This is an optimization exercise on Yosys and OpenROAD, whose aim is small area and a short achievable clock period, not a production implementation. Power is estimated from default activity; no workload was simulated.

==> flow/design.v (excerpt) <==
module wa_readout (
    input  wire         clk,
    input  wire         rst_n,
    input  wire         in_valid,
    input  wire [191:0] in_value,      
    input  wire [31:0]  in_wrap,       
    input  wire [4:0]   in_flags,      
    input  wire [3:0]   in_fmt,        
    input  wire [7:0]   in_shift,      
    input  wire         in_sr,         
    input  wire [23:0]  in_rand,       
    input  wire         in_ovf_inf,    
    output reg          out_valid,
    output reg  [31:0]  out_code,      
    output reg  [2:0]   out_fstat      
);
    wire c_nan  = in_flags[0] | (in_flags[1] & in_flags[2]);
    wire c_inf  = in_flags[1] | in_flags[2];
    wire c_sat  = c_inf | (|in_wrap);
    wire c_sneg = c_inf ? ~in_flags[1] : in_wrap[31];
    reg         a_valid;
    reg [191:0] a_v;
    reg [7:0]   a_shift;
    reg [2:0]   a_fmt;       
    reg         a_sr;
    reg [23:0]  a_rand;      
    reg         a_ovf_inf;
    reg         a_nan, a_sat, a_sneg, a_inx;
    always @(posedge clk) begin
        if (!rst_n)
            a_valid <= 1'b0;
        else
            a_valid <= in_valid;
        a_v       <= in_value;
        a_shift   <= in_shift;
        a_fmt     <= in_fmt[2:0];
        a_sr      <= in_sr;
        a_rand    <= in_rand ^ {24{~in_value[191]}};
        a_ovf_inf <= in_ovf_inf;
        a_nan     <= c_nan;
        a_sat     <= c_sat;
        a_sneg    <= c_sneg;
        a_inx     <= in_flags[4];
    end
    wire        s = a_v[191];
    wire        w_any;
    wire [7:0]  w_lead;
    wa_readout_lzd u_lzd (
        .x    (a_v[191:1] ^ a_v[190:0]),
        .any  (w_any),
        .lead (w_lead)
    );
    wire [7:0] w_rsh, w_rshn;
    wire       w_zero = ~(w_any | s);    
    wire [7:0] e_field;
    wire       pre_ovf;
    wa_readout_pos u_pos (
        .fmt     (a_fmt),
  ...
Size: about 2500 cells after synthesis, ~380 flip-flops, about 310 I/O pins.
==> module wa_readout_shift_hi, before the edit <==
module wa_readout_shift_hi (
    input  wire [191:0] v,
    input  wire [7:3]   rsh,
    input  wire [7:3]   rshn,       
    output wire [62:0]  part_n,     
    output wire         sticky
);
    wire         s  = v[191];
    wire [310:0] s8 = {{64{s}}, v, 55'd0};
    wire [182:0] s7_n;
    wire         s_sel = rsh[7] & s;
    assign s7_n[54:0]    = ~({55{rsh[7]}} & s8[182:128]);
    assign s7_n[182:119] = ~({64{s_sel}} | ({64{rshn[7]}} & s8[182:119]));
    wa_readout_muxrow #(.N(64)) u_r7 (
        .a(s8[246:183]), .b(s8[118:55]), .s(rsh[7]), .sn(rshn[7]), .y(s7_n[118:55]));
    wire [118:0] s6;
    wire [86:0]  s5_n;
    wire [70:0]  s4;
    wa_readout_muxrow #(.N(119)) u_r6 (
        .a(s7_n[182:64]), .b(s7_n[118:0]), .s(rsh[6]), .sn(rshn[6]), .y(s6));
    wa_readout_muxrow #(.N(87)) u_r5 (
        .a(s6[118:32]), .b(s6[86:0]), .s(rsh[5]), .sn(rshn[5]), .y(s5_n));
    wa_readout_muxrow #(.N(71)) u_r4 (
        .a(s5_n[86:16]), .b(s5_n[70:0]), .s(rsh[4]), .sn(rshn[4]), .y(s4));
    wa_readout_muxrow #(.N(63)) u_r3 (
        .a(s4[70:8]), .b(s4[62:0]), .s(rsh[3]), .sn(rshn[3]), .y(part_n));
    wire [31:0] below;
    genvar j;
    generate
        for (j = 0; j < 32; j = j + 1) begin : pb
            if (j == 0) begin : z
                assign below[j] = 1'b0;
            end else begin : o
                assign below[j] = |s8[8*j-1:0];
            end
        end
    endgenerate
    assign sticky = below[rsh[7:3]];
endmodule
export LEC_CHECK = 0
export CAP_MARGIN = 20
export CORE_MARGIN = 2
export CORE_UTILIZATION = 45
export SLEW_MARGIN = 20
export SYNTH_HIERARCHICAL = 1
create_clock -name core_clock -period 28.0 [get_ports {clk}]
standard.sh (not shown) runs the stock make flow with config.mk's settings and CLKGATE_MAP_FILE= SYNTH_SCRIPT=/design/flow/synth_recipe.tcl, a recipe that flattens the netlist after the stock synthesis.
==> flow/flow/run.sh <==
#!/bin/bash
# Layout flow: the standard flow with
#  - synthesis as the standard flow's, but ABC mapping for area only (flow/synth.tcl);
#  - single-drive buffers on the ports;
#  - a clock tree of fewer, larger sink clusters without dummy loads.
set -euo pipefail
export WA_FLOW_DIR="$PWD/flow"
bash standard.sh \
    "SYNTH_SCRIPT=$PWD/flow/synth.tcl" \
    SETUP_SLACK_MARGIN=21.3 \
    "BUFFER_PORTS_ARGS=-buffer_cell sky130_fd_sc_hd__buf_1" \
    "CTS_ARGS=-sink_clustering_enable -repair_clock_nets -dont_use_dummy_load -sink_clustering_size 25 -sink_clustering_max_diameter 150 -buf_list {sky130_fd_sc_hd__clkbuf_8 sky130_fd_sc_hd__clkbuf_16}" \
    finish > standard.log 2>&1
==> flow/flow/abc_area_min.script <==
&get -n
&st
&dch
&nf -a
&put
topo
==> flow/flow/synth.tcl <==
# The standard synthesis (synth_recipe.tcl), with one change: ABC maps for
# least area and leaves buffering and sizing to OpenROAD's repair steps.
proc synth {args} { yosys synth -nofsm -noshare {*}$args }
proc abc {args} {
  set i [lsearch $args -script]
  if {$i >= 0} { lset args [expr {$i + 1}] $::env(WA_FLOW_DIR)/abc_area_min.script }
  yosys abc {*}$args
}
source $::env(SCRIPTS_DIR)/synth.tcl
# left out here: clear keep_hierarchy, flatten, clean up, hide names made inside functions, write 1_2_yosys.v
Next try:
--- a/flow/design.v
+++ b/flow/design.v
@@ -65,20 +65,13 @@
     wa_readout_muxrow #(.N(71)) u_r4 (
         .a(s5_n[86:16]), .b(s5_n[70:0]), .s(rsh[4]), .sn(rshn[4]), .y(s4));
     wa_readout_muxrow #(.N(63)) u_r3 (
         .a(s4[70:8]), .b(s4[62:0]), .s(rsh[3]), .sn(rshn[3]), .y(part_n));
-    wire [31:0] below;
-    genvar j;
-    generate
-        for (j = 0; j < 32; j = j + 1) begin : pb
-            if (j == 0) begin : z
-                assign below[j] = 1'b0;
-            end else begin : o
-                assign below[j] = |s8[8*j-1:0];
-            end
-        end
-    endgenerate
-    assign sticky = below[rsh[7:3]];
+    assign sticky = (rsh[7] & (|s8[127:0]))    |
+                    (rsh[6] & ~(&s7_n[63:0]))  |
+                    (rsh[5] & (|s6[31:0]))     |
+                    (rsh[4] & ~(&s5_n[15:0]))  |
+                    (rsh[3] & (|s4[7:0]));
 endmodule
 module wa_readout_pos (
     input  wire [2:0] fmt,
     input  wire [7:0] shift,
Outcome:
- cell area climbs by 3.8%
- wire length climbs by 2.3%
- fmax is about the same
- final cell count drops by 0.58%
- critical path depth is unchanged
- sequential share of layout area drops by 1.1 points
- combinational power climbs by about 10%
- count of clock-buffer cells in the layout stays the same
Function was not checked in any run of this note: the RTL went through the layout flow alone.

separate check: timing with driven ports:
The flow's constraints put no driver on any port. The routed layouts listed below were extracted and timed again, unchanged, in two steps. Step 1, drivers: a clkbuf_16 drives clk and a buf_2 each remaining input, both assumed. Step 2 times the ports against the registers' clock, not the clock port: input delays grow and output delays shrink by t, the midpoint of the rising clock arrivals with the driver on. Slacks: ideal / step 1 / step 2; pairs: ideal / step 1.
run | shift t [ns] | setup slack, ns | worst hold slack (ns) | worst setup path at the end | latest minus earliest clock arrival (ns)
the first run | 0.611 | 21.365 / 21.305 / 21.267 | 0.333 / 0.333 / 0.333 | input to register | 0.047 / 0.047
the second run | 0.609 | 21.360 / 21.294 / 21.262 | 0.334 / 0.334 / 0.334 | input to register | 0.027 / 0.028
After both steps every run listed still meets setup and hold.
